Context: an optimization exercise on an open-source flow, tuned for small area and a short achievable clock period. The choices shown serve that exercise and are no tape-out recipe.
Where RTL was checked, it was by simulation tests only, not by an equivalence proof against the original.
Only the layout flow was run in run 2; the RTL was not checked for function there.

==> flow/design.v <==
module lt_decode (
    input  wire [3:0]  fmt,
    input  wire [15:0] x,
    input  wire [7:0]  scale,
    output reg         is_nan,
    output reg         is_inf,
    output reg         fs,
    output reg  [11:0] v,
    output wire        nz,
    output reg  [7:0]  ef,
    output wire [7:0]  sc,
    output reg  [3:0]  tz
);
    wire is_mx = fmt[3] && (fmt[2:0] <= 3'd5);
    assign sc  = is_mx ? scale : 8'd127;
    wire scale_nan = is_mx && (scale == 8'hFF);
    wire [3:0] e43 = x[6:3];
    wire [4:0] e52 = x[6:2];
    wire [1:0] e23 = x[4:3];
    wire [2:0] e32 = x[4:2];
    wire [1:0] e21 = x[2:1];
    wire [7:0] ebf = x[14:7];
    wire [4:0] ehf = x[14:10];
    wire [7:0] i8  = x[7:0];
    reg fnan;
    always @(*) begin
        fnan   = 1'b0;
        is_inf = 1'b0;
        fs     = 1'b0;
        v      = 12'd0;
        ef     = 8'd0;
        case (fmt)
            4'd0, 4'd8: begin
                fs = x[7];
                if (e43 == 4'hF && x[2:0] == 3'h7) fnan = 1'b1;
                v  = {8'd0, (e43 != 4'd0), x[2:0]};
                ef = {4'd0, e43[3:1], e43[0] | (e43 == 4'd0)};
            end
            4'd1, 4'd9: begin
                fs = x[7];
                if (e52 == 5'h1F) begin
                    if (x[1:0] == 2'd0) is_inf = 1'b1;
                    else                fnan   = 1'b1;
                end
                v  = {9'd0, (e52 != 5'd0), x[1:0]};
                ef = {3'd0, e52[4:1], e52[0] | (e52 == 5'd0)};
            end
            4'd2, 4'd10: begin
                fs = x[5];
                v  = {8'd0, (e23 != 2'd0), x[2:0]};
                ef = {6'd0, e23[1], e23[0] | (e23 == 2'd0)};
            end
            4'd3, 4'd11: begin
                fs = x[5];
                v  = {9'd0, (e32 != 3'd0), x[1:0]};
                ef = {5'd0, e32[2:1], e32[0] | (e32 == 3'd0)};
            end
            4'd4, 4'd12: begin
                fs = x[3];
                v  = {10'd0, (e21 != 2'd0), x[0]};
                ef = {6'd0, e21[1], e21[0] | (e21 == 2'd0)};
            end
            4'd5, 4'd13: begin
                v  = {{4{i8[7]}}, i8};
            end
            4'd6: begin
                fs = x[15];
                if (ebf == 8'hFF) begin
                    if (x[6:0] == 7'd0) is_inf = 1'b1;
                    else                fnan   = 1'b1;
                end
                v  = {4'd0, (ebf != 8'd0), x[6:0]};
                ef = {ebf[7:1], ebf[0] | (ebf == 8'd0)};
            end
            4'd7: begin
                fs = x[15];
                if (ehf == 5'h1F) begin
                    if (x[9:0] == 10'd0) is_inf = 1'b1;
                    else                 fnan   = 1'b1;
                end
                v  = {1'b0, (ehf != 5'd0), x[9:0]};
                ef = {3'd0, ehf[4:1], ehf[0] | (ehf == 5'd0)};
            end
            default: fnan = 1'b1;
        endcase
        is_nan = fnan || scale_nan;
    end
    assign nz = (v != 12'd0) && !is_nan && !is_inf;
    integer k;
    always @(*) begin
        tz = 4'd0;
        for (k = 10; k >= 0; k = k - 1)
            if (v[k]) tz = k[3:0];
    end
endmodule
module lt_bias (
    input  wire [3:0]        fmt,
    output reg  signed [9:0] b
);
    always @(*) begin
        case (fmt[2:0])
            3'd0:    b = -10'sd137;    
            3'd1:    b = -10'sd144;    
            3'd2:    b = -10'sd131;    
            3'd3:    b = -10'sd132;    
            3'd4:    b = -10'sd129;    
            3'd5:    b = fmt[3] ? -10'sd133 : -10'sd127;    
            3'd6:    b = -10'sd261;    
            default: b = -10'sd152;    
        endcase
    end
endmodule
module lt_booth (
    input  wire [11:0] a,
    output reg  [5:0]  one,     
    output reg  [5:0]  two,     
    output reg  [5:0]  ng       
);
    integer k;
    reg [2:0] t;
    always @(*) begin
        for (k = 0; k < 6; k = k + 1) begin
            t = {a[2*k+1], a[2*k], (k == 0) ? 1'b0 : a[2*k-1]};
            one[k] = t[1] ^ t[0];
            two[k] = (t == 3'b100) || (t == 3'b011);
            ng[k]  = t[2];
        end
    end
endmodule
module lt_mul (
    input  wire [5:0]  one,
    input  wire [5:0]  two,
    input  wire [5:0]  ng,
    input  wire [11:0] b,
    input  wire        negate,
    output wire [22:0] p
);
    reg [12:0] row [0:5];
    reg [5:0]  nx;
    integer k, i;
    always @(*) begin
        for (k = 0; k < 6; k = k + 1) begin
            nx[k] = ng[k] ^ negate;
            for (i = 0; i < 13; i = i + 1)
                row[k][i] = ((one[k] && b[(i < 12) ? i : 11]) ||
                             (two[k] && (i > 0) && b[(i > 0) ? i - 1 : 0])) ^ nx[k];
        end
    end
    wire [23:0] r0 = {11'd0, ~row[0][12], row[0][11:0]};
    wire [23:0] r1 = {9'd0,  ~row[1][12], row[1][11:0], 2'd0};
    wire [23:0] r2 = {7'd0,  ~row[2][12], row[2][11:0], 4'd0};
    wire [23:0] r3 = {5'd0,  ~row[3][12], row[3][11:0], 6'd0};
    wire [23:0] r4 = {3'd0,  ~row[4][12], row[4][11:0], 8'd0};
    wire [23:0] r5 = {1'd0,  ~row[5][12], row[5][11:0], 10'd0};
    wire [23:0] nb = {13'd0, nx[5], 1'b0, nx[4], 1'b0, nx[3], 1'b0, nx[2], 1'b0, nx[1], 1'b0, nx[0]};
    localparam [23:0] SEXT = 24'hAAB000;
    wire [23:0] sum = r0 + r1 + r2 + r3 + r4 + r5 + nb + SEXT;
    assign p = sum[22:0];
endmodule
module lt_clamp (
    input  wire [22:0] p,
    input  wire [4:0]  dc,
    input  wire        frc,
    output wire        clamp
);
    reg ge;
    integer i;
    always @(*) begin
        ge = 1'b0;
        for (i = 0; i < 22; i = i + 1)
            ge = ge | ((p[i] ^ p[22]) && (dc <= i));
    end
    assign clamp = frc || ge;
endmodule
module lt_tz (
    input  wire [11:0] v,
    output reg  [3:0]  tz
);
    integer k;
    always @(*) begin
        tz = 4'd0;
        for (k = 10; k >= 0; k = k - 1)
            if (v[k]) tz = k[3:0];
    end
endmodule
module lt_place (
    input  wire [22:0]  p,
    input  wire [7:0]   s8,
    input  wire         clamp,
    input  wire [7:0]   kp,       
    output wire [127:0] t
);
    wire sg = p[22];
    integer i, k, n;
    wire [22:0] pd   = clamp ? {23{sg}} : p;
    wire [7:0]  sd   = clamp ? kp : s8;
    wire        fill = clamp && !sg;
    wire [3:0]  r = sd[3:0];
    wire [3:0]  q = sd[7:4];
    reg  [37:0] f;
    reg  [37:0] x;
    always @(*) begin
        x = {{15{sg}}, pd};
        for (k = 0; k < 4; k = k + 1)
            if (r[k])
                for (i = 37; i >= 0; i = i - 1)
                    x[i] = (i >= (1 << k)) ? x[(i >= (1 << k)) ? i - (1 << k) : 0] : fill;
        f = x;
    end
    reg [9:0]   qsel;
    reg [127:0] u;
    always @(*) begin
        for (k = 0; k < 10; k = k + 1)
            qsel[k] = (q == k);
        for (i = 0; i < 128; i = i + 1) begin
            u[i] = 1'b0;
            for (k = 0; k < 10; k = k + 1) begin
                n = i + 22 - 16 * k;
                if (n >= 0 && n <= 37)
                    u[i] = u[i] | (qsel[k] && f[n]);
                else if (n > 37)
                    u[i] = u[i] | (qsel[k] && sg);
                else
                    u[i] = u[i] | (qsel[k] && fill);
            end
        end
    end
    assign t = u;
endmodule
module lt_add128 (
    input  wire [127:0] a,
    input  wire [127:0] b,
    output wire [127:0] s
);
    reg [127:0] g, p, G, P, c;
    integer i, l;
    always @(*) begin
        p = a ^ b;
        g = a & b;
        G = g;
        P = p;
        for (l = 1; l < 128; l = l * 2)
            for (i = 2 * l - 1; i < 128; i = i + 2 * l) begin
                G[i] = G[i] | (P[i] & G[i-l]);
                P[i] = P[i] & P[i-l];
            end
        for (l = 32; l >= 1; l = l / 2)
            for (i = 3 * l - 1; i < 128; i = i + 2 * l) begin
                G[i] = G[i] | (P[i] & G[i-l]);
                P[i] = P[i] & P[i-l];
            end
        c[0] = 1'b0;
        for (i = 1; i < 128; i = i + 1)
            c[i] = G[i-1];
    end
    assign s = p ^ c;
endmodule
module long_acc4 (
    input  wire         clk,
    input  wire         rst,
    input  wire [1:0]   cmd,
    input  wire [8:0]   open_w,
    input  wire [5:0]   open_c,
    input  wire         open_clamp,
    input  wire         open_lost,
    input  wire [3:0]   fmt_a,
    input  wire [15:0]  a,
    input  wire [7:0]   scale_a,
    input  wire [3:0]   fmt_b,
    input  wire [63:0]  b,
    input  wire [31:0]  scale_b,
    output reg          out_valid,
    output wire [511:0] out_acc,
    output wire         out_clamp,
    output wire         out_lost
);
    localparam CMD_OPEN   = 2'd1;
    localparam CMD_UPDATE = 2'd2;
    localparam CMD_READ   = 2'd3;
    wire        ia_nan, ia_inf, ia_fs, ia_nz;
    wire [11:0] ia_v;
    wire [7:0]  ia_ef, ia_sc;
    wire [3:0]  ia_tz;
    wire [5:0]  ia_one, ia_two, ia_ng;
    lt_decode u_dec_a (
        .fmt(fmt_a), .x(a), .scale(scale_a),
        .is_nan(ia_nan), .is_inf(ia_inf), .fs(ia_fs), .v(ia_v), .nz(ia_nz),
        .ef(ia_ef), .sc(ia_sc), .tz(ia_tz)
    );
    lt_booth u_booth (.a(ia_v), .one(ia_one), .two(ia_two), .ng(ia_ng));
    reg         updD, rdD, clrD, oclD, olsD;
    reg [3:0]   faD, fbD;
    reg         anD, aiD, afD, azD;
    reg [7:0]   aeD, asD;
    reg [3:0]   atD;
    reg [5:0]   oneD, twoD, ngD;
    reg [11:0]  bvD  [0:3];
    reg [7:0]   beD  [0:3];
    reg [7:0]   bsD  [0:3];
    reg [3:0]   bnD, biD, bfD;
    reg signed [8:0] win_w;
    reg [5:0]   c_d;
    always @(posedge clk) begin
        updD <= !rst && (cmd == CMD_UPDATE);
        rdD  <= !rst && (cmd == CMD_READ);
        clrD <= rst || (cmd == CMD_OPEN);
        oclD <= !rst && open_clamp;
        olsD <= !rst && open_lost;
        faD  <= fmt_a;
        fbD  <= fmt_b;
        anD  <= ia_nan;
        aiD  <= ia_inf;
        afD  <= ia_fs;
        azD  <= ia_nz;
        aeD  <= ia_ef;
        asD  <= ia_sc;
        atD  <= ia_tz;
        oneD <= ia_one;
        twoD <= ia_two;
        ngD  <= ia_ng;
        if (rst) begin
            win_w <= 9'sd0;
            c_d   <= 6'd0;
        end else if (cmd == CMD_OPEN) begin
            win_w <= open_w;
            c_d   <= open_c;
        end
    end
    genvar j;
    generate
        for (j = 0; j < 4; j = j + 1) begin : g_dec
            wire        ib_nan, ib_inf, ib_fs, ib_nz;
            wire [11:0] ib_v;
            wire [7:0]  ib_ef, ib_sc;
            wire [3:0]  ib_tz;
            lt_decode u_dec_b (
                .fmt(fmt_b), .x(b[16*j +: 16]), .scale(scale_b[8*j +: 8]),
                .is_nan(ib_nan), .is_inf(ib_inf), .fs(ib_fs), .v(ib_v), .nz(ib_nz),
                .ef(ib_ef), .sc(ib_sc), .tz(ib_tz)
            );
            always @(posedge clk) begin
                bvD[j] <= ib_v;
                beD[j] <= ib_ef;
                bsD[j] <= ib_sc;
                bnD[j] <= ib_nan;
                biD[j] <= ib_inf;
                bfD[j] <= ib_fs;
            end
        end
    endgenerate
    wire signed [9:0] bias_a, bias_b;
    lt_bias u_bias_a (.fmt(faD), .b(bias_a));
    lt_bias u_bias_b (.fmt(fbD), .b(bias_b));
    wire signed [11:0] sh0 = $signed({4'd0, aeD}) + $signed({4'd0, asD})
                           + bias_a + bias_b - win_w;
    wire signed [11:0] kk  = $signed({5'd0, ~c_d[5:0]}) + 12'sd64;
    reg         rdM, clrM, oclM, olsM;
    reg [5:0]   c_m;
    reg         fclM, flsM;
    reg [22:0]  pM   [0:3];
    reg [7:0]   sM   [0:3];
    reg [3:0]   clM;
    wire [3:0] fcl_n, fls_n;
    generate
        for (j = 0; j < 4; j = j + 1) begin : g_mul
            wire [22:0] p;
            lt_mul u_mul (
                .one(oneD), .two(twoD), .ng(ngD), .b(bvD[j]), .negate(afD ^ bfD[j]), .p(p)
            );
            wire [3:0] btz;
            lt_tz u_tz (.v(bvD[j]), .tz(btz));
            wire b_nz   = (bvD[j] != 12'd0) && !bnD[j] && !biD[j];
            wire nz     = azD && b_nz;
            wire nan    = anD || bnD[j];
            wire inf    = !nan && (aiD || biD[j]);
            wire inf_nz = inf && (aiD || azD) && (biD[j] || b_nz);
            wire signed [11:0] sh = sh0 + $signed({3'd0, {1'b0, beD[j]} + {1'b0, bsD[j]}});
            wire signed [11:0] d  = kk - sh;
            wire signed [11:0] lt = sh + $signed({8'd0, atD}) + $signed({8'd0, btz});
            wire signed [11:0] sp = sh + 12'sd22;
            wire [7:0] s8  = !(updD && nz) ? 8'hF0 : sp[11] ? 8'h00 : sp[7:0];
            wire [4:0] dc  = (updD && nz && !d[11] && (d < 12'sd22)) ? d[4:0] : 5'd31;
            wire       frc = updD && (inf_nz || (nz && d[11]));
            wire       cl;
            lt_clamp u_clamp (.p(p), .dc(dc), .frc(frc), .clamp(cl));
            assign fcl_n[j] = updD && (nan || inf);
            assign fls_n[j] = updD && nz && lt[11];
            always @(posedge clk) begin
                pM[j]  <= p;
                sM[j]  <= s8;
                clM[j] <= cl;
            end
        end
    endgenerate
    always @(posedge clk) begin
        rdM  <= rdD && !rst;
        clrM <= clrD;
        oclM <= oclD;
        olsM <= olsD;
        fclM <= |fcl_n;
        flsM <= |fls_n;
        if (clrD)
            c_m <= c_d;
    end
    wire [7:0] kp = 8'd149 - {2'd0, c_m};
    reg [127:0] acc [0:3];
    reg         flag_clamp, flag_lost;
    generate
        for (j = 0; j < 4; j = j + 1) begin : g_acc
            wire [127:0] t, sum;
            lt_place u_place (
                .p(pM[j]), .s8(sM[j]), .clamp(clM[j]), .kp(kp), .t(t)
            );
            lt_add128 u_add (.a(acc[j] & {128{!clrM}}), .b(t), .s(sum));
            always @(posedge clk)
                acc[j] <= sum;
            assign out_acc[128*j +: 128] = acc[j];
        end
    endgenerate
    always @(posedge clk) begin
        out_valid <= rdM && !rst;
        if (clrM) begin
            flag_clamp <= oclM;
            flag_lost  <= olsM;
        end else begin
            flag_clamp <= flag_clamp | fclM | (|clM);
            flag_lost  <= flag_lost  | flsM;
        end
    end
    assign out_clamp = flag_clamp;
    assign out_lost  = flag_lost;
endmodule
==> flow/run.sh <==
#!/bin/bash
# synth_recipe.tcl (not shown) runs the flow's synth.tcl, then flattens the netlist and writes it again
# the make line also repeats each setting of config.mk as NAME=value (left out here)
make -C /OpenROAD-flow-scripts/flow DESIGN_CONFIG=/design/flow/config.mk WORK_HOME=/design/flow/orfs CLKGATE_MAP_FILE= SYNTH_SCRIPT=/design/flow/synth_recipe.tcl finish
==> flow/config.mk <==
export PLATFORM = sky130hd
export DESIGN_NAME = long_acc4
export DESIGN_NICKNAME = long_acc4
export VERILOG_FILES = /design/flow/design.v
export SDC_FILE = /design/flow/constraint.sdc
export NUM_CORES = 8
export LEC_CHECK = 0
export ABC_AREA = 1
export CAP_MARGIN = 40
export CORE_MARGIN = 2
export CORE_UTILIZATION = 40
export SLEW_MARGIN = 40
==> flow/constraint.sdc <==
create_clock -name core_clock -period 26.0 [get_ports {clk}]
set_input_delay 5.2000 -clock core_clock [delete_from_list [all_inputs] [get_ports {clk}]]
set_output_delay 5.2000 -clock core_clock [all_outputs]
set_load 0.01 [all_outputs]
==> impl_results.html, run 1 <==
<table>
<tr><th>Metric</th><th>Value</th></tr>
<tr><th colspan="2">Clocking</th></tr>
<tr><td>Cts bufs inserted</td><td>104</td></tr>
<tr><td>Clock root cell</td><td>sky130_fd_sc_hd__clkbuf_16</td></tr>
<tr><td>Count of hold buffers inserted by post-cts repair</td><td>0</td></tr>
<tr><td>Clk Latency, worst-skew pair</td><td>slightly above 800 ps</td></tr>
<tr><td>Number of post-CTS setup repair buffers</td><td>0</td></tr>
<tr><td>Clock sink count</td><td>between 800 and 900</td></tr>
<tr><td>Clock tree from TritonCTS</td><td>done</td></tr>
<tr><td>CTS max path bufs</td><td>3</td></tr>
<tr><td>Clock edge transition at the registers on the reported setup and hold paths</td><td>60 ps</td></tr>
<tr><td>Gates resized, CTS repair</td><td>0</td></tr>
<tr><td>H-tree Lvls</td><td>3</td></tr>
<tr><th colspan="2">Synth</th></tr>
<tr><td>Compound-cell area share of the yosys netlist</td><td>~16%</td></tr>
<tr><td>Number of nets produced by synthesis</td><td>13.6k</td></tr>
<tr><td>Top_reg_cell synth</td><td>sky130_fd_sc_hd__dfxtp_1</td></tr>
<tr><td>Mux contribution to synthesized area</td><td>0.518%</td></tr>
<tr><td>Post-synthesis cell type count</td><td>73</td></tr>
<tr><td>Sequential-to-total area share from yosys stat</td><td>between 10% and 20%</td></tr>
<tr><td>Cell count after synthesis</td><td>about 12k</td></tr>
<tr><td>Adder and majority gate portion of the synthesized area</td><td>23.2%</td></tr>
<tr><td>Async S/R FF share, synth</td><td>0%</td></tr>
<tr><td>Avg Cell Area, Syn</td><td>just over 7 um2</td></tr>
<tr><td>EDFF count, synth</td><td>6</td></tr>
<tr><td>XOR/XNOR share of the synthesized area</td><td>7.70%</td></tr>
<tr><td>Cell area after technology mapping</td><td>86000 um2</td></tr>
<tr><td>Yosys warning total</td><td>22</td></tr>
<tr><td>Post-synthesis register bit count</td><td>~850</td></tr>
<tr><td>Dominant combinational cell family by area after synthesis</td><td>adder cells</td></tr>
<tr><td>Simple logic cell fraction of the synthesized area</td><td>20.4%</td></tr>
<tr><th colspan="2">Worst hold path</th></tr>
<tr><td>Hold Path Sink</td><td>oclM</td></tr>
<tr><td>Path class of the lowest-slack min-delay path</td><td>register to register</td></tr>
<tr><td>Min-Delay Path Depth</td><td>0</td></tr>
<tr><td>Start point of the worst hold path</td><td>oclD</td></tr>
<tr><th colspan="2">Placement</th></tr>
<tr><td>Number of I/O port buffers</td><td>663</td></tr>
<tr><td>Half-perimeter wire length after detailed placement</td><td>about 270000 um</td></tr>
<tr><td>Setup Slack @ Placement</td><td>17320 ps</td></tr>
<tr><td>Routability congestion estimate</td><td>between 0.9 and 1</td></tr>
<tr><td>Placed Instances</td><td>~15k</td></tr>
<tr><th colspan="2">Floorplan</th></tr>
<tr><td>Initial standard-cell utilization of the core</td><td>between 40% and 50%</td></tr>
<tr><td>Die width</td><td>468 um</td></tr>
<tr><td>Number of rows created at floorplan</td><td>between 150 and 200</td></tr>
<tr><td>Number of top-level design ports</td><td>roughly 660</td></tr>
<tr><td>Die Footprint</td><td>around 220000 um2</td></tr>
<tr><td>Total core area</td><td>between 200000 and 250000 um2</td></tr>
<tr><td>Height of the die</td><td>roughly 470 um</td></tr>
<tr><th colspan="2">Global routing</th></tr>
<tr><td>Vias in the first global route</td><td>a little over 80k</td></tr>
<tr><td>Initial antenna violation count</td><td>13</td></tr>
<tr><td>Global-route wire length before repair</td><td>roughly 500000 um</td></tr>
<tr><td>Sum of overflow across all layers after global routing</td><td>0</td></tr>
<tr><td>Pin count of the biggest net entering global routing</td><td>about 120</td></tr>
<tr><td>Overall track demand over capacity in global routing</td><td>approximately 29%</td></tr>
<tr><th colspan="2">STA</th></tr>
<tr><td>Relative slew slack</td><td>a little over a third</td></tr>
<tr><td>Final setup fails</td><td>0</td></tr>
<tr><td>Final Max Slew Viols</td><td>0</td></tr>
<tr><td>Achievable frequency</td><td>0.118 GHz</td></tr>
<tr><td>Unrepaired setup endpoints after global routing</td><td>no</td></tr>
<tr><td>Setup clock skew after layout</td><td>roughly 64 ps</td></tr>
<tr><td>Setup tns final</td><td>0 ps</td></tr>
<tr><td>Post-layout min period</td><td>between 8000 and 9000 ps</td></tr>
<tr><td>Slew of the pin with the lowest slew margin</td><td>948 ps</td></tr>
<tr><td>Final setup margin</td><td>between 15000 and 20000 ps</td></tr>
<tr><td>Final critical-path share of the clock period</td><td>32.6%</td></tr>
<tr><td>Final Hold Vio Count</td><td>0</td></tr>
<tr><td>Worst Hold Margin</td><td>between 300 and 400 ps</td></tr>
<tr><th colspan="2">Layout</th></tr>
<tr><td>Fraction of final layout cells sized beyond drive strength 1</td><td>under 10%</td></tr>
<tr><td>Count of non-filler cells in the finished layout</td><td>roughly 16k</td></tr>
<tr><td>Commonest cells after routing, fill and taps aside</td><td>sky130_fd_sc_hd__inv_1, sky130_fd_sc_hd__nand2_1, sky130_fd_sc_hd__nor2_1</td></tr>
<tr><td>Most frequent standard cell in the layout excluding fill and tap cells</td><td>sky130_fd_sc_hd__inv_1</td></tr>
<tr><td>Final net count</td><td>14.1k</td></tr>
<tr><td>Relative area change from synthesis to final layout</td><td>15.8%</td></tr>
<tr><th colspan="2">Drt</th></tr>
<tr><td>DR iter-0 viols</td><td>7483</td></tr>
<tr><td>Remaining antenna violation count after routing</td><td>0</td></tr>
<tr><td>Remaining routing DRC violations</td><td>0</td></tr>
<tr><td>Number of optimization iterations in the first detailed-route pass</td><td>6</td></tr>
<tr><td>Post-detailed-route via-to-cell ratio</td><td>5.44</td></tr>
<tr><td>Count of vias placed by the detailed router</td><td>84.7k</td></tr>
<tr><td>Final routed wirelength across all metal layers</td><td>around 330000 um</td></tr>
<tr><td>Avg WL per Cell</td><td>21.3 um</td></tr>
<tr><th colspan="2">Critical path</th></tr>
<tr><td>Length in cells of the worst reg-to-reg path</td><td>38</td></tr>
<tr><td>Arrival time at the worst endpoint</td><td>approximately 9100 ps</td></tr>
<tr><td>Worst reg2reg path startpoint</td><td>c_m[1]</td></tr>
<tr><td>Worst-path fanout max</td><td>25</td></tr>
<tr><td>Maximum single-stage delay on the critical path</td><td>between 800 and 900 ps</td></tr>
<tr><td>Kind of critical path</td><td>register to register</td></tr>
<tr><td>Required arrival time at the worst endpoint</td><td>between 20000 and 30000 ps</td></tr>
<tr><td>Nature of the critical path startpoint</td><td>register</td></tr>
<tr><td>Top cell by count, worst path</td><td>sky130_fd_sc_hd__nand2_1</td></tr>
<tr><td>Slowest cell on crit path</td><td>sky130_fd_sc_hd__clkinv_1</td></tr>
<tr><td>Reg2Reg Setup Slack</td><td>around 18000 ps</td></tr>
<tr><td>Critical register-to-register path endpoint</td><td>acc[1][127]</td></tr>
<tr><td>Worst setup EP type</td><td>register</td></tr>
<tr><th colspan="2">Status</th></tr>
<tr><td>Run status</td><td>timing/DRC/antenna clean</td></tr>
<tr><th colspan="2">Flow run</th></tr>
<tr><td>Max-capacitance violation count</td><td>0</td></tr>
</table>
[how the worst max path moves through the flow]
stage,startpoint,end,slack [ps],cells after the start
after global routing,c_m[1],acc[1][127],16680,35
after CTS,c_m[1],acc[3][127],17290,39
final,c_m[1],acc[1][127],17530,38
after global placement,c_m[1],acc[3][127],17340,42
after detailed placement,c_m[1],acc[3][127],17320,39
after floorplan,fmt_a[1],atD[1],19060,13
[per-stage QoR]
stage / utilization (%) / instance area [um2]
detailed placement: 44.7 / 95700
global placement: 44.6 / 95500
floorplan: - / 86000
global route: 46.5 / 99600
CTS: 46.4 / 99500
finish: 46.5 / 99600
[worst max-delay path: cells and delay by family, from the launching register on]
family	cells	cell delay (ps)
simple gates	19	3080
compound gates	8	1970
fa+ha+maj	4	1300
buf+inv	5	1160
flops	1	490
xor+xnor	2	310
[Yosys cell counts (all sizes together), types with 313 or more instances]
| cell type | count | area (um2) |
|---|---|---|
| xor2 | 313 | 2760 |
| inv | 2326 | 8730 |
| o21ai | 654 | 3300 |
| ha | 886 | 11100 |
| o22ai | 323 | 2020 |
| dfxtp | 843 | 16900 |
| xnor2 | 439 | 3860 |
| nand3 | 351 | 1820 |
| a21oi | 533 | 2740 |
| fa | 443 | 8870 |
| clkbuf | 354 | 1330 |
| nor2 | 1257 | 4850 |
| nand2 | 2101 | 7970 |
[registers in the layout (all words and copies together) (netlist names), 8 cells and up]
register and cells:
acc 512, pM 92, bvD 48, beD 32, bsD 32, sM 32, win_w 9, aeD 8
asD 8
[layout make-up]
class	count	area [um2]
Timing Repair Buffer	775	7510
Tap cell	2838	3550
Inverter	2346	8820
Clock inverter	60	898
Clock buffer	133	2860
Sequential cell	849	17100
Multi-Input combinational cell	8558	58900
Fill cell	21500	115000
Antenna cell	8	20.0
[metal layers]
metal / global-route usage, % / part of all wire [%] / vias to the layer above
li1: - / - / 40400
met1: 40.0 / 44 / 40300
met2: 47.1 / 45 / 3340
met3: 4.61 / 7.3 / 577
met4: 10.6 / 3.8 / 6
met5: 0 / 0.013 / -
[cells by family (layout without fill, tap and decap cells)]
family	count (synthesis)	count (layout)
buffers and inverters	2742	3314
adder cells (fa/ha/maj)	1329	1329
other	0	8
multiplexers	44	44
AO/OA/AOI/OAI	2261	2261
AND/OR/NAND/NOR	4172	4172
XOR/XNOR	752	752
flip-flops	849	849
==> run 2: changes to the inputs <==
--- a/flow/design.v
+++ b/flow/design.v
@@ -130,17 +130,14 @@
 module lt_mul (
     input  wire [5:0]  one,
     input  wire [5:0]  two,
-    input  wire [5:0]  ng,
     input  wire [11:0] b,
-    input  wire        negate,
+    input  wire [5:0]  nx,       
     output wire [22:0] p
 );
     reg [12:0] row [0:5];
-    reg [5:0]  nx;
     integer k, i;
     always @(*) begin
         for (k = 0; k < 6; k = k + 1) begin
-            nx[k] = ng[k] ^ negate;
             for (i = 0; i < 13; i = i + 1)
                 row[k][i] = ((one[k] && b[(i < 12) ? i : 11]) ||
                              (two[k] && (i > 0) && b[(i > 0) ? i - 1 : 0])) ^ nx[k];
@@ -187,41 +184,36 @@
     input  wire [22:0]  p,
     input  wire [7:0]   s8,
     input  wire         clamp,
-    input  wire [7:0]   kp,       
+    input  wire [127:0] hi,       
     output wire [127:0] t
 );
     wire sg = p[22];
+    wire cp = clamp && !sg;       
+    wire cn = clamp && sg;        
     integer i, k, n;
-    wire [22:0] pd   = clamp ? {23{sg}} : p;
-    wire [7:0]  sd   = clamp ? kp : s8;
-    wire        fill = clamp && !sg;
-    wire [3:0]  r = sd[3:0];
-    wire [3:0]  q = sd[7:4];
-    reg  [37:0] f;
-    reg  [37:0] x;
+    wire [3:0] r = s8[3:0];
+    wire [3:0] q = s8[7:4];
+    reg [37:0] f;
     always @(*) begin
-        x = {{15{sg}}, pd};
+        f = {{15{sg}}, p};
         for (k = 0; k < 4; k = k + 1)
             if (r[k])
                 for (i = 37; i >= 0; i = i - 1)
-                    x[i] = (i >= (1 << k)) ? x[(i >= (1 << k)) ? i - (1 << k) : 0] : fill;
-        f = x;
+                    f[i] = (i >= (1 << k)) ? f[(i >= (1 << k)) ? i - (1 << k) : 0] : 1'b0;
     end
     reg [9:0]   qsel;
     reg [127:0] u;
     always @(*) begin
         for (k = 0; k < 10; k = k + 1)
-            qsel[k] = (q == k);
+            qsel[k] = !clamp && (q == k);
         for (i = 0; i < 128; i = i + 1) begin
-            u[i] = 1'b0;
+            u[i] = (cp && hi[i]) || (cn && !hi[i]);
             for (k = 0; k < 10; k = k + 1) begin
                 n = i + 22 - 16 * k;
                 if (n >= 0 && n <= 37)
                     u[i] = u[i] | (qsel[k] && f[n]);
                 else if (n > 37)
                     u[i] = u[i] | (qsel[k] && sg);
-                else
-                    u[i] = u[i] | (qsel[k] && fill);
             end
         end
     end
@@ -232,26 +224,45 @@
     input  wire [127:0] b,
     output wire [127:0] s
 );
-    reg [127:0] g, p, G, P, c;
-    integer i, l;
+    localparam GS = 8;
+    localparam NG = 128 / GS;
+    reg [127:0] g, p, lg, lp, c;
+    reg [NG-1:0] G, P, Gn, Pn;
+    reg [NG:0]   cg;
+    integer i, l, k;
     always @(*) begin
         p = a ^ b;
         g = a & b;
-        G = g;
-        P = p;
-        for (l = 1; l < 128; l = l * 2)
-            for (i = 2 * l - 1; i < 128; i = i + 2 * l) begin
-                G[i] = G[i] | (P[i] & G[i-l]);
-                P[i] = P[i] & P[i-l];
-            end
-        for (l = 32; l >= 1; l = l / 2)
-            for (i = 3 * l - 1; i < 128; i = i + 2 * l) begin
-                G[i] = G[i] | (P[i] & G[i-l]);
-                P[i] = P[i] & P[i-l];
-            end
-        c[0] = 1'b0;
-        for (i = 1; i < 128; i = i + 1)
-            c[i] = G[i-1];
+        lg = g;
+        lp = p;
+        for (l = 1; l < GS; l = l * 2)
+            for (i = 127; i >= 0; i = i - 1)
+                if (((i % GS) / l) % 2 == 1) begin
+                    k = (i / GS) * GS + ((i % GS) / l) * l - 1;
+                    lg[i] = lg[i] | (lp[i] & lg[k]);
+                    lp[i] = lp[i] & lp[k];
+                end
+        for (i = 0; i < NG; i = i + 1) begin
+            G[i] = lg[GS*i + GS - 1];
+            P[i] = lp[GS*i + GS - 1];
+        end
+        for (l = 1; l < NG; l = l * 2) begin
+            Gn = G; Pn = P;
+            for (i = 0; i < NG; i = i + 1)
+                if ((i / l) % 2 == 1) begin
+                    Gn[i] = G[i] | (P[i] & G[(i / l) * l - 1]);
+                    Pn[i] = P[i] & P[(i / l) * l - 1];
+                end
+            G = Gn; P = Pn;
+        end
+        cg[0] = 1'b0;
+        for (i = 1; i <= NG; i = i + 1)
+            cg[i] = G[i-1];
+        for (i = 0; i < 128; i = i + 1)
+            if (i % GS == 0)
+                c[i] = cg[i / GS];
+            else
+                c[i] = lg[i-1] | (lp[i-1] & cg[i / GS]);
     end
     assign s = p ^ c;
 endmodule
@@ -290,14 +301,15 @@
     lt_booth u_booth (.a(ia_v), .one(ia_one), .two(ia_two), .ng(ia_ng));
     reg         updD, rdD, clrD, oclD, olsD;
     reg [3:0]   faD, fbD;
-    reg         anD, aiD, afD, azD;
+    reg         anD, aiD, azD;
     reg [7:0]   aeD, asD;
     reg [3:0]   atD;
-    reg [5:0]   oneD, twoD, ngD;
+    reg [5:0]   oneD, twoD;
+    reg [5:0]   nxD  [0:3];
     reg [11:0]  bvD  [0:3];
     reg [7:0]   beD  [0:3];
     reg [7:0]   bsD  [0:3];
-    reg [3:0]   bnD, biD, bfD;
+    reg [3:0]   bnD, biD;
     reg signed [8:0] win_w;
     reg [5:0]   c_d;
     always @(posedge clk) begin
@@ -310,14 +322,12 @@
         fbD  <= fmt_b;
         anD  <= ia_nan;
         aiD  <= ia_inf;
-        afD  <= ia_fs;
         azD  <= ia_nz;
         aeD  <= ia_ef;
         asD  <= ia_sc;
         atD  <= ia_tz;
         oneD <= ia_one;
         twoD <= ia_two;
-        ngD  <= ia_ng;
         if (rst) begin
             win_w <= 9'sd0;
             c_d   <= 6'd0;
@@ -344,7 +354,7 @@
                 bsD[j] <= ib_sc;
                 bnD[j] <= ib_nan;
                 biD[j] <= ib_inf;
-                bfD[j] <= ib_fs;
+                nxD[j] <= ia_ng ^ {6{ia_fs ^ ib_fs}};
             end
         end
     endgenerate
@@ -359,13 +369,14 @@
     reg         fclM, flsM;
     reg [22:0]  pM   [0:3];
     reg [7:0]   sM   [0:3];
-    reg [3:0]   clM;
+    reg [4:0]   dcM  [0:3];
+    reg [3:0]   frcM;
     wire [3:0] fcl_n, fls_n;
     generate
         for (j = 0; j < 4; j = j + 1) begin : g_mul
             wire [22:0] p;
             lt_mul u_mul (
-                .one(oneD), .two(twoD), .ng(ngD), .b(bvD[j]), .negate(afD ^ bfD[j]), .p(p)
+                .one(oneD), .two(twoD), .b(bvD[j]), .nx(nxD[j]), .p(p)
             );
             wire [3:0] btz;
             lt_tz u_tz (.v(bvD[j]), .tz(btz));
@@ -381,14 +392,13 @@
             wire [7:0] s8  = !(updD && nz) ? 8'hF0 : sp[11] ? 8'h00 : sp[7:0];
             wire [4:0] dc  = (updD && nz && !d[11] && (d < 12'sd22)) ? d[4:0] : 5'd31;
             wire       frc = updD && (inf_nz || (nz && d[11]));
-            wire       cl;
-            lt_clamp u_clamp (.p(p), .dc(dc), .frc(frc), .clamp(cl));
             assign fcl_n[j] = updD && (nan || inf);
             assign fls_n[j] = updD && nz && lt[11];
             always @(posedge clk) begin
                 pM[j]  <= p;
                 sM[j]  <= s8;
-                clM[j] <= cl;
+                dcM[j]  <= dc;
+                frcM[j] <= frc;
             end
         end
     endgenerate
@@ -402,14 +412,21 @@
         if (clrD)
             c_m <= c_d;
     end
-    wire [7:0] kp = 8'd149 - {2'd0, c_m};
+    reg [127:0] hi;
+    integer i;
+    always @(*) begin
+        for (i = 0; i < 128; i = i + 1)
+            hi[i] = (i < 64) ? 1'b1 : (i == 127) ? 1'b0 : (c_m <= 6'(126 - i));
+    end
     reg [127:0] acc [0:3];
     reg         flag_clamp, flag_lost;
+    wire [3:0]  clB;
     generate
         for (j = 0; j < 4; j = j + 1) begin : g_acc
             wire [127:0] t, sum;
+            lt_clamp u_clamp (.p(pM[j]), .dc(dcM[j]), .frc(frcM[j]), .clamp(clB[j]));
             lt_place u_place (
-                .p(pM[j]), .s8(sM[j]), .clamp(clM[j]), .kp(kp), .t(t)
+                .p(pM[j]), .s8(sM[j]), .clamp(clB[j]), .hi(hi), .t(t)
             );
             lt_add128 u_add (.a(acc[j] & {128{!clrM}}), .b(t), .s(sum));
             always @(posedge clk)
@@ -423,7 +440,7 @@
             flag_clamp <= oclM;
             flag_lost  <= olsM;
         end else begin
-            flag_clamp <= flag_clamp | fclM | (|clM);
+            flag_clamp <= flag_clamp | fclM | (|clB);
             flag_lost  <= flag_lost  | flsM;
         end
     end
==> flow/flow/run.sh (new file) <==
#!/bin/bash
# The standard layout, with plain buffers (not delay buffers) on the ports.
set -uo pipefail
export BUFFER_PORTS_ARGS="-buffer_cell sky130_fd_sc_hd__buf_1"
bash standard.sh > standard.log 2>&1
==> flow/standard.sh (new file) <==
#!/bin/bash
# synth_recipe.tcl (not shown) runs the flow's synth.tcl, then flattens the netlist and writes it again
# the make line also repeats each setting of config.mk as NAME=value (left out here)
make -C /OpenROAD-flow-scripts/flow DESIGN_CONFIG=/design/flow/config.mk WORK_HOME=/design/flow/orfs CLKGATE_MAP_FILE= SYNTH_SCRIPT=/design/flow/synth_recipe.tcl "${@:-finish}"
removed: flow/run.sh
==> run 2 against run 1 <==
Cell area down 0.24%. Clock-buffer cell count grew 13. Clock skew decreased by 7.7 ps. Highest routed layer unchanged. Core utilization down 2.2 points. Synthesized area up 4.9%. Wire length rose by 14%.
==> impl_results.html, run 2 <==
<table>
<tr><th>Metric</th><th>Value</th></tr>
<tr><th colspan="2">Status</th></tr>
<tr><td>Run status</td><td>timing/DRC/antenna clean</td></tr>
<tr><th colspan="2">Global routing</th></tr>
<tr><td>Initial antenna violation count</td><td>19</td></tr>
<tr><td>Overall track demand over capacity in global routing</td><td>31.5%</td></tr>
<tr><td>Sum of overflow across all layers after global routing</td><td>0</td></tr>
<tr><td>Global-route wire length before repair</td><td>approximately 550000 um</td></tr>
<tr><td>Pin count of the biggest net entering global routing</td><td>approximately 140</td></tr>
<tr><td>Vias in the first global route</td><td>approximately 85k</td></tr>
<tr><th colspan="2">Critical path</th></tr>
<tr><td>Required arrival time at the worst endpoint</td><td>roughly 27000 ps</td></tr>
<tr><td>Worst setup EP type</td><td>register</td></tr>
<tr><td>Slowest cell on crit path</td><td>sky130_fd_sc_hd__nor2_1</td></tr>
<tr><td>Arrival time at the worst endpoint</td><td>8410 ps</td></tr>
<tr><td>Worst-path fanout max</td><td>66</td></tr>
<tr><td>Top cell by count, worst path</td><td>sky130_fd_sc_hd__nand2_1</td></tr>
<tr><td>Nature of the critical path startpoint</td><td>register</td></tr>
<tr><td>Worst setup path end</td><td>acc[3][104]</td></tr>
<tr><td>Kind of critical path</td><td>register to register</td></tr>
<tr><td>Worst reg2reg path startpoint</td><td>pM[3][22]</td></tr>
<tr><td>Launch point of the critical path</td><td>pM[3][22]</td></tr>
<tr><td>Critical register-to-register path endpoint</td><td>acc[3][104]</td></tr>
<tr><td>Length in cells of the worst reg-to-reg path</td><td>25</td></tr>
<tr><td>Maximum single-stage delay on the critical path</td><td>800 ps</td></tr>
<tr><td>Reg2Reg Setup Slack</td><td>around 18000 ps</td></tr>
<tr><th colspan="2">Floorplan</th></tr>
<tr><td>Height of the die</td><td>479 um</td></tr>
<tr><td>Number of top-level design ports</td><td>664</td></tr>
<tr><td>Die Footprint</td><td>~230000 um2</td></tr>
<tr><td>Total core area</td><td>between 200000 and 250000 um2</td></tr>
<tr><td>Die width</td><td>479 um</td></tr>
<tr><td>Number of rows created at floorplan</td><td>about 170</td></tr>
<tr><td>Initial standard-cell utilization of the core</td><td>40.2%</td></tr>
<tr><th colspan="2">Synth</th></tr>
<tr><td>Async S/R FF share, synth</td><td>0%</td></tr>
<tr><td>Most area-consuming cells after synthesis</td><td>sky130_fd_sc_hd__dfxtp_1, sky130_fd_sc_hd__ha_1, sky130_fd_sc_hd__nand2_1</td></tr>
<tr><td>Cell area after technology mapping</td><td>approximately 90000 um2</td></tr>
<tr><td>Top_reg_cell synth</td><td>sky130_fd_sc_hd__dfxtp_1</td></tr>
<tr><td>Yosys warning total</td><td>26</td></tr>
<tr><td>EDFF count, synth</td><td>6</td></tr>
<tr><td>Leading area contributor after synthesis</td><td>sky130_fd_sc_hd__dfxtp_1</td></tr>
<tr><td>Cell count after synthesis</td><td>roughly 14k</td></tr>
<tr><td>Synth top cells by count</td><td>sky130_fd_sc_hd__nand2_1, sky130_fd_sc_hd__inv_1, sky130_fd_sc_hd__nor2_1</td></tr>
<tr><td>Post-synthesis cell type count</td><td>74</td></tr>
<tr><td>Portion of synthesized cell area occupied by the leading cell type</td><td>19.4%</td></tr>
<tr><td>Cell with the most instances after synthesis</td><td>sky130_fd_sc_hd__nand2_1</td></tr>
<tr><td>Sequential-to-total area share from yosys stat</td><td>between 10% and 20%</td></tr>
<tr><td>Number of nets produced by synthesis</td><td>approximately 15k</td></tr>
<tr><td>Avg Cell Area, Syn</td><td>6.67 um2</td></tr>
<tr><td>Post-synthesis register bit count</td><td>just under 900</td></tr>
<tr><th colspan="2">Drt</th></tr>
<tr><td>Remaining routing DRC violations</td><td>0</td></tr>
<tr><td>Post-detailed-route via-to-cell ratio</td><td>around 5.5</td></tr>
<tr><td>Remaining antenna violation count after routing</td><td>0</td></tr>
<tr><td>Final routed wirelength across all metal layers</td><td>around 380000 um</td></tr>
<tr><td>Avg WL per Cell</td><td>approximately 22 um</td></tr>
<tr><td>DR iter-0 viols</td><td>slightly above 10k</td></tr>
<tr><td>Number of optimization iterations in the first detailed-route pass</td><td>9</td></tr>
<tr><td>Count of vias placed by the detailed router</td><td>93.3k</td></tr>
<tr><th colspan="2">Clocking</th></tr>
<tr><td>Clock sink count</td><td>882</td></tr>
<tr><td>Gates resized, CTS repair</td><td>0</td></tr>
<tr><td>Clock edge transition at the registers on the reported setup and hold paths</td><td>60 ps</td></tr>
<tr><td>Clk Latency, worst-skew pair</td><td>820 ps</td></tr>
<tr><td>Cts bufs inserted</td><td>110</td></tr>
<tr><td>Clock root cell</td><td>sky130_fd_sc_hd__clkbuf_16</td></tr>
<tr><td>Number of post-CTS setup repair buffers</td><td>0</td></tr>
<tr><td>CTS max path bufs</td><td>3</td></tr>
<tr><td>H-tree Lvls</td><td>3</td></tr>
<tr><td>Clock tree from TritonCTS</td><td>done</td></tr>
<tr><td>Count of hold buffers inserted by post-cts repair</td><td>0</td></tr>
<tr><th colspan="2">Placement</th></tr>
<tr><td>Number of I/O port buffers</td><td>663</td></tr>
<tr><td>Half-perimeter wire length after detailed placement</td><td>around 300000 um</td></tr>
<tr><td>Routability congestion estimate</td><td>1.05</td></tr>
<tr><td>Setup Slack @ Placement</td><td>about 18000 ps</td></tr>
<tr><th colspan="2">STA</th></tr>
<tr><td>Worst Hold Margin</td><td>333 ps</td></tr>
<tr><td>Setup clock skew after layout</td><td>about 56 ps</td></tr>
<tr><td>Setup tns final</td><td>0 ps</td></tr>
<tr><td>Final Max Slew Viols</td><td>0</td></tr>
<tr><td>Slew of the pin with the lowest slew margin</td><td>around 970 ps</td></tr>
<tr><td>Final Hold Vio Count</td><td>0</td></tr>
<tr><td>Final setup margin</td><td>~18000 ps</td></tr>
<tr><td>Achievable frequency</td><td>about 0.13 GHz</td></tr>
<tr><td>Relative slew slack</td><td>a little over a third</td></tr>
<tr><td>Final critical-path share of the clock period</td><td>between 20 and 30%</td></tr>
<tr><td>Unrepaired setup endpoints after global routing</td><td>no</td></tr>
<tr><td>Final setup fails</td><td>0</td></tr>
<tr><td>Post-layout min period</td><td>7730 ps</td></tr>
<tr><th colspan="2">Layout</th></tr>
<tr><td>Fillers</td><td>roughly 24k</td></tr>
<tr><td>Combined area of the multi-input logic cells</td><td>roughly 63000 um2</td></tr>
<tr><td>Largest Register</td><td>acc</td></tr>
<tr><td>Fraction of final layout cells sized beyond drive strength 1</td><td>4.09%</td></tr>
<tr><td>Largest regs</td><td>acc: 512 flops, pM: 92 flops, bvD: 48 flops</td></tr>
<tr><td>Final net count</td><td>about 15k</td></tr>
<tr><td>Most frequent standard cell in the layout excluding fill and tap cells</td><td>sky130_fd_sc_hd__nand2_1</td></tr>
<tr><td>Largest register FFs</td><td>between 500 and 600</td></tr>
<tr><td>Commonest cells after routing, fill and taps aside</td><td>sky130_fd_sc_hd__nand2_1, sky130_fd_sc_hd__inv_1, sky130_fd_sc_hd__nor2_1</td></tr>
<tr><td>Area used by sequential logic in the layout</td><td>17700 um2</td></tr>
<tr><td>Relative area change from synthesis to final layout</td><td>10.1%</td></tr>
<tr><th colspan="2">Worst hold path</th></tr>
<tr><td>Path class of the lowest-slack min-delay path</td><td>register to register</td></tr>
<tr><th colspan="2">Flow run</th></tr>
<tr><td>Max-capacitance violation count</td><td>0</td></tr>
</table>
-- run 2: cell count changes in the layout (fill, tap and decap cells not counted), moves of 67 or more --
cell                              previous run  this run
sky130_fd_sc_hd__a21oi_1                   519       887
sky130_fd_sc_hd__a31oi_1                   108        40
sky130_fd_sc_hd__buf_1                       0       662
sky130_fd_sc_hd__clkdlybuf4s50_1           663         0
sky130_fd_sc_hd__fa_1                      443       259
sky130_fd_sc_hd__inv_1                    2252      2009
sky130_fd_sc_hd__nand2_1                  2069      2877
sky130_fd_sc_hd__nand3_1                   341       822
sky130_fd_sc_hd__nor3_1                    175       108
sky130_fd_sc_hd__o2111ai_1                  27       106
sky130_fd_sc_hd__o221ai_1                  223       110
sky130_fd_sc_hd__xnor2_1                   434       152
sky130_fd_sc_hd__xor2_1                    310       665
-- run 2: cell type report --
cell class	instances	area share [%]
Timing Repair Buffer	789	3.49
Tap cell	2992	3.77
Sequential cell	882	17.8
Clock buffer	146	3.14
Clock inverter	58	0.695
Inverter	2094	7.93
Multi-Input combinational cell	10100	63.1
Antenna cell	8	0.0202
-- run 2: worst min-delay path by stage --
| stage | endpoint | slack (ps) | start | depth (start not counted) |
|---|---|---|---|---|
| after global routing | olsM | 340 | olsD | 0 |
| after floorplan | oclM | 310 | oclD | 0 |
| final | olsM | 330 | olsD | 0 |
| after CTS | olsM | 340 | olsD | 0 |
| after global placement | olsM | 320 | olsD | 0 |
| after detailed placement | olsM | 330 | olsD | 0 |
-- run 2: kinds of logic after synthesis --
family,Yosys count,share of synthesized area (%)
xor gates and xnor gates,822,8.02
buffers and inverters,2580,11.1
DFF,882,19.6
muxes,56,0.644
AOI/OAI and AO/OA,2693,17.9
and+or+nand+nor,5323,24.5
adders and majority gates,1163,18.3
-- run 2: metrics by stage --
stage / utilization, % / cell area, um2 / instances
floorplan: - / 90200 / 13500
global placement: 42.5 / 95300 / 16800
detailed placement: 42.5 / 95400 / 16800
CTS: 44.2 / 99300 / 17000
global route: 44.2 / 99300 / 17000
finish: 44.3 / 99300 / 17000
-- run 2: per-layer routing --
metal | GRT usage [%] | wire length, um | up-vias
met5 | 0 | 77 | -
met4 | 19.9 | 28800 | 12
met3 | 6.81 | 35800 | 1020
met2 | 47.3 | 157000 | 4492
met1 | 40.9 | 155000 | 42500
li1 | - | - | 45300
-- run 2: critical path: cells and delay by family (launching register included) --
| family | cells | cell delay [ps] |
|---|---|---|
| compound gates | 3 | 360 |
| fa+ha+maj | 2 | 840 |
| buf+inv | 4 | 1650 |
| flops | 1 | 310 |
| simple gates | 16 | 4330 |
==> run 3: changes to the inputs <==
--- a/flow/design.v
+++ b/flow/design.v
@@ -202,18 +202,28 @@
                     f[i] = (i >= (1 << k)) ? f[(i >= (1 << k)) ? i - (1 << k) : 0] : 1'b0;
     end
     reg [9:0]   qsel;
+    reg [10:0]  ext, extl;
     reg [127:0] u;
+    integer m;
     always @(*) begin
         for (k = 0; k < 10; k = k + 1)
             qsel[k] = !clamp && (q == k);
+        for (m = 0; m <= 10; m = m + 1) begin
+            ext[m] = 1'b0;
+            for (k = 0; k < m; k = k + 1)
+                ext[m] = ext[m] | qsel[k];
+            ext[m]  = ext[m] && sg;
+            extl[m] = ext[m] || cp;
+        end
         for (i = 0; i < 128; i = i + 1) begin
-            u[i] = (cp && hi[i]) || (cn && !hi[i]);
+            m = 0;
+            for (k = 0; k < 10; k = k + 1)
+                if (i + 22 - 16 * k > 37) m = k + 1;
+            u[i] = (i < 64) ? extl[m] : (ext[m] || (hi[i] ? cp : cn));
             for (k = 0; k < 10; k = k + 1) begin
                 n = i + 22 - 16 * k;
                 if (n >= 0 && n <= 37)
                     u[i] = u[i] | (qsel[k] && f[n]);
-                else if (n > 37)
-                    u[i] = u[i] | (qsel[k] && sg);
             end
         end
     end
@@ -364,6 +374,9 @@
     wire signed [11:0] sh0 = $signed({4'd0, aeD}) + $signed({4'd0, asD})
                            + bias_a + bias_b - win_w;
     wire signed [11:0] kk  = $signed({5'd0, ~c_d[5:0]}) + 12'sd64;
+    wire signed [11:0] sp0 = sh0 + 12'sd22;
+    wire signed [11:0] dk  = kk - sh0;
+    wire signed [11:0] lt0 = -(sh0 + $signed({8'd0, atD}));
     reg         rdM, clrM, oclM, olsM;
     reg [5:0]   c_m;
     reg         fclM, flsM;
@@ -385,15 +398,15 @@
             wire nan    = anD || bnD[j];
             wire inf    = !nan && (aiD || biD[j]);
             wire inf_nz = inf && (aiD || azD) && (biD[j] || b_nz);
-            wire signed [11:0] sh = sh0 + $signed({3'd0, {1'b0, beD[j]} + {1'b0, bsD[j]}});
-            wire signed [11:0] d  = kk - sh;
-            wire signed [11:0] lt = sh + $signed({8'd0, atD}) + $signed({8'd0, btz});
-            wire signed [11:0] sp = sh + 12'sd22;
+            wire        [8:0]  e  = {1'b0, beD[j]} + {1'b0, bsD[j]};
+            wire signed [11:0] sp = sp0 + $signed({3'd0, e});
+            wire signed [11:0] d  = dk - $signed({3'd0, e});
+            wire               lt = $signed({2'd0, e + {5'd0, btz}}) < lt0;
             wire [7:0] s8  = !(updD && nz) ? 8'hF0 : sp[11] ? 8'h00 : sp[7:0];
             wire [4:0] dc  = (updD && nz && !d[11] && (d < 12'sd22)) ? d[4:0] : 5'd31;
             wire       frc = updD && (inf_nz || (nz && d[11]));
             assign fcl_n[j] = updD && (nan || inf);
-            assign fls_n[j] = updD && nz && lt[11];
+            assign fls_n[j] = updD && nz && lt;
             always @(posedge clk) begin
                 pM[j]  <= p;
                 sM[j]  <= s8;
==> flow/flow/run.sh (replaced) <==
#!/bin/bash
# The standard layout, with plain buffers (not delay buffers) on the ports and
# timing repair aimed at 19 ns of setup slack.
set -uo pipefail
export BUFFER_PORTS_ARGS="-buffer_cell sky130_fd_sc_hd__buf_2"
export SETUP_SLACK_MARGIN=19
bash standard.sh > standard.log 2>&1
==> run 3 against run 2 <==
Cell area is 2.2% higher. Setup slack gained 870 ps. Wire length fell by 0.25%. Die area increased by 0.87%. Core utilization increased by 0.50 points. Highest routed layer unchanged. Sequential share of layout area fell by 0.37 points. Synthesized cell count up 0.24%. Critical path depth is 24 lower. Critical path type is now register to output pin. Global-route usage is 0.30 points lower. Hold slack worse by 5.2 ps.
==> impl_results.html, run 3 <==
<table>
<tr><th>Metric</th><th>Value</th></tr>
<tr><th colspan="2">Status</th></tr>
<tr><td>Run status</td><td>timing/DRC/antenna clean</td></tr>
<tr><th colspan="2">STA</th></tr>
<tr><td>Final critical-path share of the clock period</td><td>between 20% and 30%</td></tr>
<tr><td>Final Hold Vio Count</td><td>0</td></tr>
<tr><td>Slew of the pin with the lowest slew margin</td><td>935 ps</td></tr>
<tr><td>Final Max Slew Viols</td><td>0</td></tr>
<tr><td>Relative slew slack</td><td>a little under two fifths</td></tr>
<tr><td>Post-layout min period</td><td>a little under 7000 ps</td></tr>
<tr><td>Achievable frequency</td><td>about 0.15 GHz</td></tr>
<tr><td>Final setup fails</td><td>0</td></tr>
<tr><td>Unrepaired setup endpoints after global routing</td><td>yes</td></tr>
<tr><td>Setup tns final</td><td>0 ps</td></tr>
<tr><td>Setup clock skew after layout</td><td>47.7 ps</td></tr>
<tr><td>Final setup margin</td><td>about 19000 ps</td></tr>
<tr><th colspan="2">Synth</th></tr>
<tr><td>Leading area contributor after synthesis</td><td>sky130_fd_sc_hd__dfxtp_1</td></tr>
<tr><td>Compound-cell area share of the yosys netlist</td><td>between 15 and 20%</td></tr>
<tr><td>Cell count after synthesis</td><td>about 14k</td></tr>
<tr><td>Sequential-to-total area share from yosys stat</td><td>about a fifth</td></tr>
<tr><td>Post-synthesis cell type count</td><td>71</td></tr>
<tr><td>Synth top cells by count</td><td>sky130_fd_sc_hd__nand2_1, sky130_fd_sc_hd__inv_1, sky130_fd_sc_hd__nor2_1</td></tr>
<tr><td>Top_reg_cell synth</td><td>sky130_fd_sc_hd__dfxtp_1</td></tr>
<tr><td>XOR/XNOR share of the synthesized area</td><td>a little under 9%</td></tr>
<tr><td>Post-synthesis register bit count</td><td>882</td></tr>
<tr><td>Adder and majority gate portion of the synthesized area</td><td>between 10% and 20%</td></tr>
<tr><td>Yosys warning total</td><td>26</td></tr>
<tr><td>EDFF count, synth</td><td>6</td></tr>
<tr><td>Number of nets produced by synthesis</td><td>approximately 15k</td></tr>
<tr><td>Most area-consuming cells after synthesis</td><td>sky130_fd_sc_hd__dfxtp_1, sky130_fd_sc_hd__ha_1, sky130_fd_sc_hd__nand2_1</td></tr>
<tr><td>Mux contribution to synthesized area</td><td>less than 1%</td></tr>
<tr><td>Avg Cell Area, Syn</td><td>around 6.7 um2</td></tr>
<tr><td>Async S/R FF share, synth</td><td>0%</td></tr>
<tr><td>Dominant combinational cell family by area after synthesis</td><td>simple AND/OR/NAND/NOR gates</td></tr>
<tr><td>Portion of synthesized cell area occupied by the leading cell type</td><td>about 19%</td></tr>
<tr><td>Simple logic cell fraction of the synthesized area</td><td>between 20% and 30%</td></tr>
<tr><td>Cell area after technology mapping</td><td>between 90000 and 100000 um2</td></tr>
<tr><td>Cell with the most instances after synthesis</td><td>sky130_fd_sc_hd__nand2_1</td></tr>
<tr><th colspan="2">Clocking</th></tr>
<tr><td>Clk Latency, worst-skew pair</td><td>810 ps</td></tr>
<tr><td>H-tree Lvls</td><td>3</td></tr>
<tr><td>Clock sink count</td><td>just under 900</td></tr>
<tr><td>Gates resized, CTS repair</td><td>0</td></tr>
<tr><td>CTS max path bufs</td><td>3</td></tr>
<tr><td>Clock tree from TritonCTS</td><td>done</td></tr>
<tr><td>Cts bufs inserted</td><td>around 110</td></tr>
<tr><td>Number of post-CTS setup repair buffers</td><td>0</td></tr>
<tr><td>Clock root cell</td><td>sky130_fd_sc_hd__clkbuf_16</td></tr>
<tr><td>Count of hold buffers inserted by post-cts repair</td><td>0</td></tr>
<tr><td>Clock edge transition at the registers on the reported setup and hold paths</td><td>approximately 60 ps</td></tr>
<tr><th colspan="2">Layout</th></tr>
<tr><td>Commonest cells after routing, fill and taps aside</td><td>sky130_fd_sc_hd__nand2_1, sky130_fd_sc_hd__inv_1, sky130_fd_sc_hd__nor2_1</td></tr>
<tr><td>Largest Register</td><td>acc</td></tr>
<tr><td>Fraction of final layout cells sized beyond drive strength 1</td><td>a little under a tenth</td></tr>
<tr><td>Most frequent standard cell in the layout excluding fill and tap cells</td><td>sky130_fd_sc_hd__nand2_1</td></tr>
<tr><td>Fillers</td><td>24.0k</td></tr>
<tr><td>Area used by sequential logic in the layout</td><td>between 15000 and 20000 um2</td></tr>
<tr><td>Largest register FFs</td><td>512</td></tr>
<tr><td>Combined area of the multi-input logic cells</td><td>roughly 64000 um2</td></tr>
<tr><td>Largest regs</td><td>acc: 512 flops, pM: 92 flops, bvD: 48 flops</td></tr>
<tr><td>Final net count</td><td>roughly 15k</td></tr>
<tr><td>Relative area change from synthesis to final layout</td><td>11.6%</td></tr>
<tr><th colspan="2">Worst hold path</th></tr>
<tr><td>Hold Path Sink</td><td>olsM</td></tr>
<tr><td>Start point of the worst hold path</td><td>olsD</td></tr>
<tr><td>Path class of the lowest-slack min-delay path</td><td>register to register</td></tr>
<tr><td>Min-Delay Path Depth</td><td>0</td></tr>
<tr><th colspan="2">Global routing</th></tr>
<tr><td>Initial antenna violation count</td><td>10</td></tr>
<tr><td>Global-route wire length before repair</td><td>approximately 550000 um</td></tr>
<tr><td>Overall track demand over capacity in global routing</td><td>between 30 and 40%</td></tr>
<tr><td>Sum of overflow across all layers after global routing</td><td>0</td></tr>
<tr><td>Vias in the first global route</td><td>84.9k</td></tr>
<tr><td>Pin count of the biggest net entering global routing</td><td>roughly 130</td></tr>
<tr><th colspan="2">Drt</th></tr>
<tr><td>Number of optimization iterations in the first detailed-route pass</td><td>7</td></tr>
<tr><td>Top layer reached by signal wires</td><td>met5</td></tr>
<tr><td>DR iter-0 viols</td><td>between 9k and 10k</td></tr>
<tr><td>Count of vias placed by the detailed router</td><td>~93k</td></tr>
<tr><td>Total length of routed met2 wires</td><td>approximately 160000 um</td></tr>
<tr><td>Post-detailed-route via-to-cell ratio</td><td>about 5.4</td></tr>
<tr><td>Met3 Wirelength</td><td>between 30000 and 40000 um</td></tr>
<tr><td>Remaining routing DRC violations</td><td>0</td></tr>
<tr><td>Final routed wirelength across all metal layers</td><td>between 300000 and 400000 um</td></tr>
<tr><td>Remaining antenna violation count after routing</td><td>0</td></tr>
<tr><td>Met1 wire length</td><td>approximately 160000 um</td></tr>
<tr><td>Avg WL per Cell</td><td>about 22 um</td></tr>
<tr><th colspan="2">Critical path</th></tr>
<tr><td>Length in cells of the worst reg-to-reg path</td><td>22</td></tr>
<tr><td>Reg2Reg Setup Slack</td><td>~19000 ps</td></tr>
<tr><td>Required arrival time at the worst endpoint</td><td>20800 ps</td></tr>
<tr><td>Nature of the critical path startpoint</td><td>register</td></tr>
<tr><td>Worst Path Buf+Inv</td><td>1</td></tr>
<tr><td>Largest delay share family, worst path</td><td>flip-flops</td></tr>
<tr><td>Critical register-to-register path endpoint</td><td>acc[1][120]</td></tr>
<tr><td>Worst-path cell chain</td><td>buf_2</td></tr>
<tr><td>Worst-path fanout max</td><td>2</td></tr>
<tr><td>Slowest cell on crit path</td><td>sky130_fd_sc_hd__dfxtp_1</td></tr>
<tr><td>Arrival time at the worst endpoint</td><td>roughly 1700 ps</td></tr>
<tr><td>Worst reg2reg path startpoint</td><td>pM[1][22]</td></tr>
<tr><td>Kind of critical path</td><td>register to output pin</td></tr>
<tr><td>Worst setup EP type</td><td>output pin</td></tr>
<tr><td>Maximum single-stage delay on the critical path</td><td>630 ps</td></tr>
<tr><th colspan="2">Floorplan</th></tr>
<tr><td>Number of rows created at floorplan</td><td>between 150 and 200</td></tr>
<tr><td>Height of the die</td><td>approximately 480 um</td></tr>
<tr><td>Die Footprint</td><td>around 230000 um2</td></tr>
<tr><td>Die width</td><td>approximately 480 um</td></tr>
<tr><td>Number of top-level design ports</td><td>between 600 and 700</td></tr>
<tr><td>Total core area</td><td>about 230000 um2</td></tr>
<tr><td>Initial standard-cell utilization of the core</td><td>40.1%</td></tr>
<tr><th colspan="2">Flow run</th></tr>
<tr><td>Max-capacitance violation count</td><td>0</td></tr>
<tr><th colspan="2">Placement</th></tr>
<tr><td>Number of I/O port buffers</td><td>663</td></tr>
<tr><td>Routability congestion estimate</td><td>slightly above 1</td></tr>
<tr><td>Setup Slack @ Placement</td><td>18440 ps</td></tr>
<tr><td>Half-perimeter wire length after detailed placement</td><td>around 300000 um</td></tr>
</table>
[run 3: cell type report]
class / count / area share (%)
flip-flops and latches: 882 / 17.5
repair buffers: 837 / 4.58
repair inverters: 1 / 0.00493
well taps: 3009 / 3.71
clock inverters: 51 / 0.590
multi-input cells: 10100 / 62.8
diodes: 5 / 0.0123
inverters: 2061 / 7.63
clock buffers: 159 / 3.20
[run 3: cell families after synthesis]
logic type,after synthesis
and+or+nand+nor,5280
AOI/OAI and AO/OA,2634
buffers and inverters,2545
adders and majority gates,1225
xor gates and xnor gates,914
DFF,882
muxes,71
[run 3: layer usage]
| metal | global-route usage (%) | vias to the layer above |
|---|---|---|
| li1 | - | 45500 |
| met1 | 41.8 | 42400 |
| met2 | 47.2 | 4279 |
| met3 | 6.10 | 865 |
| met4 | 16.3 | 8 |
| met5 | 0.373 | - |
[run 3: stage by stage]
| stage | cell area [um2] | std cells | hold slack [ps] | utilization, % |
|---|---|---|---|---|
| global route | 102000 | 17100 | 345 | 44.7 |
| detailed placement | 97500 | 16900 | 317 | 43.0 |
| finish | 102000 | 17100 | 327 | 44.8 |
| global placement | 97300 | 16900 | 311 | 42.9 |
| floorplan | 91000 | 13600 | 310 | - |
| CTS | 101000 | 17100 | 332 | 44.7 |
[run 3: worst max path at each step]
stage | startpoint | endpoint | depth (start not counted)
floorplan | fmt_a[2] | atD[1] | 13
global placement | fmt_b[0] | nxD[3][5] | 12
detailed placement | fmt_b[1] | bnD[3] | 10
CTS | acc[2][68] | out_acc[324] | 1
global route | pM[1][22] | acc[1][120] | 22
finish | acc[2][65] | out_acc[321] | 1

[separate check: timing with driven ports]
The results above use ideal ports. As a check the final layouts listed here were re-extracted and re-timed, cells and wires unchanged. Step 1, drivers: a clkbuf_16 drives clk and a buf_2 each remaining input, both assumed. Step 2, shift: input delay + t, output delay - t, t = (earliest + latest rising clock arrival at the registers) / 2. This alone moves slack from input paths to output paths. a / b / c = ideal / step 1 / step 2; a / b = the first two.
run | t, ns | setup slack, ns | hold WS [ns] | latest minus earliest clock arrival (ns)
run 1 | 0.888 | 17.531 / 17.531 / 17.531 | 0.336 / 0.336 / 0.336 | 0.064 / 0.064
run 2 | 0.889 | 18.274 / 18.274 / 18.012 | 0.333 / 0.333 / 0.333 | 0.058 / 0.058
run 3 | 0.891 | 19.149 / 19.048 / 18.413 | 0.327 / 0.327 / 0.327 | 0.049 / 0.049
After both steps setup and hold are still met in every run listed. For run 3, which loses most, drivers alone change the setup slack by -0.101 ns; drivers and shift together by -0.736 ns.
